Context: an optimization exercise on an open-source flow, tuned for small area, a short achievable clock period and few clock cycles per item. The choices shown serve that exercise and are no tape-out recipe.
Function was checked by simulation only, so behaviour that the tests miss may differ from the original.
No activity file was given, so power comes from the tool's default toggle rates.

== pepper ==
==> flow/design.v (excerpt) <==
module fpu32 (
    input  wire        clk,
    input  wire        rst,
    input  wire        in_valid,
    input  wire [3:0]  in_op,
    input  wire [1:0]  in_rm,
    input  wire        in_cnan,
    input  wire [31:0] in_a,
    input  wire [31:0] in_b,
    input  wire [31:0] in_c,
    output wire        out_valid,
    output wire [31:0] out_result,
    output wire [4:0]  out_flags
);
    localparam [3:0] OP_FADD = 4'h0, OP_FSUB = 4'h1, OP_FMUL = 4'h2,
                     OP_FMA  = 4'h5, OP_FMS  = 4'h6, OP_FMAX = 4'h8,
                     OP_FNEG = 4'h9, OP_FABS = 4'hA;
    localparam [1:0] RNE = 2'd0, RTZ = 2'd1, RDN = 2'd2, RUP = 2'd3;
    localparam [31:0] DEFAULT_NAN = 32'h7FC0_0000;
    localparam [31:0] ONE         = 32'h3F80_0000;
    localparam C3 = 1, C4 = 1, C5 = 1, C6 = 1;
    localparam NST = 2 + C3 + C4 + C5 + C6;
    reg [NST-1:0] vpipe;
    always @(posedge clk) begin
        if (rst) vpipe <= {NST{1'b0}};
        else     vpipe <= {vpipe[NST-2:0], in_valid};
    end
    assign out_valid = vpipe[NST-1];
    wire op_addsub = (in_op == OP_FADD) || (in_op == OP_FSUB);
  ...
Size in the first run: about 5600 cells after synthesis, about 630 flip-flops, ~49000 µm² of cells after synthesis.
export LEC_CHECK = 0
export CAP_MARGIN = 20
export CORE_MARGIN = 2
export CORE_UTILIZATION = 40
export CTS_CLUSTER_DIAMETER = 100
export CTS_CLUSTER_SIZE = 25
export SLEW_MARGIN = 20
create_clock -name core_clock -period 11.5 [get_ports {clk}]
standard.sh (not shown) runs the stock make flow with config.mk's settings and CLKGATE_MAP_FILE= SYNTH_SCRIPT=/design/flow/synth_recipe.tcl, a recipe that flattens the netlist after the stock synthesis.
==> flow/flow/run.sh <==
#!/bin/bash
# Layout flow: the standard synthesis unchanged, then the standard ORFS
# layout steps with a larger setup margin for the resizer's timing repair,
# so that it keeps improving paths well below the 11.5 ns clock.
set -euo pipefail
MARGIN=$(cat flow/margin.txt)
bash standard.sh synth > synth.log 2>&1
bash standard.sh SETUP_SLACK_MARGIN=$MARGIN finish > layout.log 2>&1
==> flow/flow/margin.txt <==
7.4
Both conditions hold for pepper: the flow ran to the end and the final layout passed the timing, DRC and antenna checks.
Testbench counts of pepper, summed over its fixed seeds: cycles 16,048, items 16,000.
For nickel, these inputs were changed with respect to pepper:
- CORE_UTILIZATION now 55, was 40
==> flow/flow/margin.txt <==
7.5
[summary]
Diff pepper -> nickel: total via count after detailed routing went up, worst setup slack after layout moved up.
nickel vs pepper: routed wire length on met3 up by more than a quarter
The fraction of the cycle the final worst path needs reported for nickel is smaller than that of pepper by 0.75 points.
Compared with pepper, internal power consumption in nickel increased slightly.
Looking only at total number of cells along the worst setup path, and setting everything else aside, the lower value of pepper and nickel goes to pepper.
Modified inputs, maple compared to nickel
- CORE_UTILIZATION: 55 -> 50
- CTS_CLUSTER_DIAMETER: 100 -> 140
- GPL_ROUTABILITY_DRIVEN: unset -> 0
Findings:
Both conditions hold for maple: the flow ran to the end and the final layout passed the timing, DRC and antenna checks. Reported for maple and nickel, xor-xnor portion of the synthesized cell area turned out identical to the last digit. The higher synthesis-to-layout area growth of maple and nickel is in nickel. maple reports a lower worst IR drop on VDD than nickel does. Power: maple draws less than nickel. Multi-input gate share of total cell area: nickel vs maple, no meaningful difference. nickel and maple ended up with roughly the same final-stage net count. Cmp maple vs nickel: static power due to leakage lower in maple. Compare maple and nickel | global-route wire length before repair lower: maple. Against nickel, maple comes in about 10% higher on die area. Side by side, post-CTS repair timing setup buffer count turned out lower in maple than in nickel.
diff inputs: maple => lagoon
- CTS_CLUSTER_DIAMETER changed from 140 to 100
- CORE_UTILIZATION changed from 50 to 40
[summary]
maple ended up with c2_q[9]$_SDFF_PN0_ as its timing endpoint of the critical path; lagoon ended up with bn1[4]$_DFF_P_.
Diff maple -> lagoon: clock share of power now sits higher, final area now sits higher, flip-flop and latch share of the layout cell area now sits lower.
Edits applied to the flow inputs when going from lagoon to willow:
- CORE_UTILIZATION now 45, was 40
==> run notes <==
willow vs. lagoon: initial standard-cell utilization of the core went up by 5.3 points.
Relative to lagoon, the final standard cell area without fillers measured on willow has decreased slightly.
Going from lagoon to willow, clock buffer count from CTS lost about 2.7%; share of layout cells above drive strength 1 lost 0.18 points; wire length of the first global-routing pass lost about 0.4%.
The run showing the smaller proportion of power drawn by combinational gates is lagoon.
Sequential cell count of the final layout came out exactly the same in lagoon and willow.
Delta (willow minus lagoon): synthesized net count held; minimum setup slack in the final design moved up; via count roughly the same.

---

Another version of the RTL of fpu32 (not shown whole).
Size: roughly 5600 cells after synthesis, about 720 flip-flops, roughly 50000 um2 of cells after synthesis.
Settings: LEC_CHECK=0, CAP_MARGIN=20, CORE_MARGIN=2, CORE_UTILIZATION=40, CTS_CLUSTER_DIAMETER=100, CTS_CLUSTER_SIZE=25, SLEW_MARGIN=20, TNS_END_PERCENT=20; clock period 11.5 ns.
==> flow/flow/margin.txt <==
7.5
Scripts as last shown in full above: flow/flow/run.sh
The baseline ran to the end with no violations.
Testbench counts at the start, summed over its fixed seeds: cycles 16,056, items 16,000.
Then changed:
--- a/flow/config.mk
+++ b/flow/config.mk
@@ -9,6 +9,4 @@
 export CORE_MARGIN = 2
 export CORE_UTILIZATION = 40
-export CTS_CLUSTER_DIAMETER = 100
-export CTS_CLUSTER_SIZE = 25
+export PLACE_DENSITY = 0.75
 export SLEW_MARGIN = 20
-export TNS_END_PERCENT = 20
Utilization rose by 1.6 points.
Setup slack gets better by 0.010 ns.
Power is higher by 8.3%.
Then changed:
--- a/flow/config.mk
+++ b/flow/config.mk
@@ -9,4 +9,5 @@
 export CORE_MARGIN = 2
 export CORE_UTILIZATION = 40
-export PLACE_DENSITY = 0.75
+export CTS_CLUSTER_DIAMETER = 100
+export CTS_CLUSTER_SIZE = 30
 export SLEW_MARGIN = 20
Clock skew rose by 0.0086 ns.
Worst setup slack gets better by 0.13 ns.
Global-route usage went up by 0.93 points.
Then changed:
--- a/flow/config.mk
+++ b/flow/config.mk
@@ -6,8 +6,7 @@
 export NUM_CORES = 4
 export LEC_CHECK = 0
+export ABC_AREA = 1
 export CAP_MARGIN = 20
 export CORE_MARGIN = 2
 export CORE_UTILIZATION = 40
-export CTS_CLUSTER_DIAMETER = 100
-export CTS_CLUSTER_SIZE = 30
 export SLEW_MARGIN = 20
The new run completed with no timing, DRC or antenna violations.
Routed wire length came out higher by a little under a tenth.
Register-to-register slack hardly moves.
Worst setup slack gets better by 0.018 ns.
Maximum frequency increases slightly.
Cell area came out higher by a few percent.
Critical path depth is unchanged.
Utilization climbs by 1.4 points.
Sequential share of layout area fell by 1.5 points.
Then changed:
--- a/flow/config.mk
+++ b/flow/config.mk
@@ -6,7 +6,6 @@
 export NUM_CORES = 4
 export LEC_CHECK = 0
-export ABC_AREA = 1
-export CAP_MARGIN = 20
+export CAP_MARGIN = 5
 export CORE_MARGIN = 2
 export CORE_UTILIZATION = 40
-export SLEW_MARGIN = 20
+export SLEW_MARGIN = 5
Effect: Clock skew came out lower by 0.0095 ns. Via count goes down by 9.6%. Wire length came out lower by 6.7%. Final area is lower by 2.9%. Critical path depth stays the same. Maximum frequency fell by 1.8%. Total power grows by 3.1%. Clock-buffer cell count came out higher by 8. Global-route usage shrinks by 1.3 points. Die area goes down by about 3%.
Then changed:
--- a/flow/config.mk
+++ b/flow/config.mk
@@ -6,6 +6,6 @@
 export NUM_CORES = 4
 export LEC_CHECK = 0
-export CAP_MARGIN = 5
+export CAP_MARGIN = 20
 export CORE_MARGIN = 2
 export CORE_UTILIZATION = 40
-export SLEW_MARGIN = 5
+export SLEW_MARGIN = 20
The changed run finished clean.
Clock-buffer cell count came out lower by 4.
Clock skew came out higher by 0.0041 ns.
Global-route usage hardly moves.
Non-clock buffer count falls by 3.
Design area falls slightly.
Power shrinks slightly.
Flip-flop and latch count is unchanged.
Worst hold slack degrades by 0.0046 ns.
Wire length hardly moves.

---

Starting RTL as in the previous note.
export LEC_CHECK = 0
export CAP_MARGIN = 20
export CORE_MARGIN = 2
export CORE_UTILIZATION = 40
export CTS_CLUSTER_DIAMETER = 100
export CTS_CLUSTER_SIZE = 20
export SLEW_MARGIN = 20
create_clock -name core_clock -period 11.5 [get_ports {clk}]
Scripts as last shown in full above: flow/flow/run.sh, flow/flow/margin.txt
The first run completed without violations.
Testbench counts at the start, summed over its fixed seeds: cycles 16,056, items 16,000.
Then changed:
Settings changed: CTS_CLUSTER_SIZE 20 to 25.
Outcome:
- design area barely changes
- via count stays flat
- first-iteration DRC count rises by 1.4%
- maximum frequency rises by 1.7%

---

fpu32, a different RTL version from the one above (not shown whole).
Size in the first run: roughly 5300 cells after synthesis, roughly 680 flip-flops, ~140 I/O pins, ~0.047 mm2 of cells after synthesis.
==> flow/design.v (excerpt) <==
module fpu32 (
    input  wire        clk,
    input  wire        rst,
    input  wire        in_valid,
    input  wire [3:0]  in_op,
    input  wire [1:0]  in_rm,
    input  wire        in_cnan,
    input  wire [31:0] in_a,
    input  wire [31:0] in_b,
    input  wire [31:0] in_c,
    output wire        out_valid,
    output wire [31:0] out_result,
    output wire [4:0]  out_flags
);
==> flow/config.mk <==
export PLATFORM = sky130hd
export DESIGN_NAME = fpu32
export DESIGN_NICKNAME = fpu32
export VERILOG_FILES = /design/flow/design.v
export SDC_FILE = /design/flow/constraint.sdc
export NUM_CORES = 4
export LEC_CHECK = 0
export CAP_MARGIN = 20
export CORE_MARGIN = 2
export CORE_UTILIZATION = 40
export SLEW_MARGIN = 20
==> flow/constraint.sdc <==
create_clock -name core_clock -period 11.5 [get_ports {clk}]
set_input_delay 2.3000 -clock core_clock [delete_from_list [all_inputs] [get_ports {clk}]]
set_output_delay 2.3000 -clock core_clock [all_outputs]
set_load 0.01 [all_outputs]
==> flow/flow/margin.txt <==
8.0
Scripts as last shown in full above: flow/flow/run.sh
The first run passed the timing, DRC and antenna checks.
Testbench counts at the start, summed over its fixed seeds: cycles 16,056, items 16,000.
Edit:
==> flow/flow/margin.txt (replaced) <==
7.0
Outcome:
- The changed run completed without violations
- synthesized area stays the same
- sequential power goes up by about 1%
- final cell count goes down by 4.9%
- setup slack is worse by 340 ps
- clock skew goes down by 30 ps
- final area goes down by 13%
- via count goes down by 6.7%
- first-iteration DRC count goes down by 7.3%
- power goes down by 15%
Edit:
==> flow/flow/margin.txt (replaced) <==
7.7
After rerunning:
- The new run went through all stages and came out clean
- maximum frequency grows by 10%
- die area is unchanged
- worst setup slack gains 410 ps
- design area grows by 10%
- total power grows by 11%
- non-clock buffer count grows by 212
- global-route usage grows by 0.97 points
- hold slack is about the same
- wire length grows by 7.0%
- count of clock-buffer cells in the layout grows by 14
- first-iteration DRC count shrinks by 8.4%
Edit:
==> flow/flow/margin.txt (replaced) <==
7.5
- CTS_BUF_LIST: default -> sky130_fd_sc_hd__clkbuf_8
- CTS_CLUSTER_SIZE: default -> 20
Effect: The changed run ran to the end with no violations; fmax fell by 1.4%; setup slack degrades by 56 ps; register-to-register slack degrades by 60 ps; non-clock buffer count fell by 102.

-- re-timing with driven ports --
The results above use ideal ports. As a check the final layouts listed here were re-extracted and re-timed, cells and wires unchanged.
Step 1 (the two cells are an assumption about what drives the block):
set clk [get_ports {clk}]
set_driving_cell -lib_cell sky130_fd_sc_hd__clkbuf_16 $clk
set_driving_cell -lib_cell sky130_fd_sc_hd__buf_2 [delete_from_list [all_inputs] $clk]
Step 2 times the ports against the registers' clock, not the clock port: input delays grow and output delays shrink by t, the midpoint of the rising clock arrivals with the driver on.
Three values: no drivers, after step 1, after step 2; two values: the first two.
| run | shift t [ns] | setup WS [ns] | worst register clock-pin slew, ns |
|---|---|---|---|
| pepper | 0.695 | 7.446 / 7.446 / 6.855 | 0.10 / 0.10 |
| nickel | 0.669 | 7.533 / 7.533 / 6.994 | 0.11 / 0.11 |
| maple | 0.746 | 7.495 / 7.495 / 6.931 | 0.11 / 0.11 |
| lagoon | 0.682 | 7.481 / 7.527 / 6.845 | 0.10 / 0.10 |
| willow | 0.707 | 7.504 / 7.523 / 6.849 | 0.10 / 0.10 |
| the first run of note 2 | 0.714 | 7.401 / 7.438 / 6.724 | 0.10 / 0.10 |
| the second run of note 2 | 0.755 | 7.412 / 7.412 / 6.765 | 0.07 / 0.07 |
| the third run of note 2 | 0.718 | 7.540 / 7.510 / 6.867 | 0.12 / 0.12 |
| the fourth run of note 2 | 0.770 | 7.557 / 7.526 / 6.837 | 0.07 / 0.07 |
| the fifth run of note 2 | 0.763 | 7.485 / 7.492 / 6.779 | 0.07 / 0.07 |
| the sixth run of note 2 | 0.756 | 7.517 / 7.479 / 6.809 | 0.07 / 0.07 |
| the first run of note 3 | 0.743 | 7.485 / 7.485 / 6.856 | 0.09 / 0.09 |
| the second run of note 3 | 0.713 | 7.552 / 7.536 / 6.880 | 0.11 / 0.11 |
| the first run of note 4 | 0.727 | 7.438 / 7.438 / 7.438 | 0.07 / 0.07 |
| the second run of note 4 | 0.716 | 7.099 / 7.099 / 7.099 | 0.08 / 0.08 |
| the third run of note 4 | 0.736 | 7.513 / 7.513 / 7.513 | 0.07 / 0.07 |
| the fourth run of note 4 | 0.863 | 7.457 / 7.457 / 7.457 | 0.07 / 0.07 |
After both steps setup and hold are still met in every run listed. For the fourth run of note 2, which loses most, drivers alone change the setup slack by -0.031 ns; drivers and shift together by -0.720 ns.
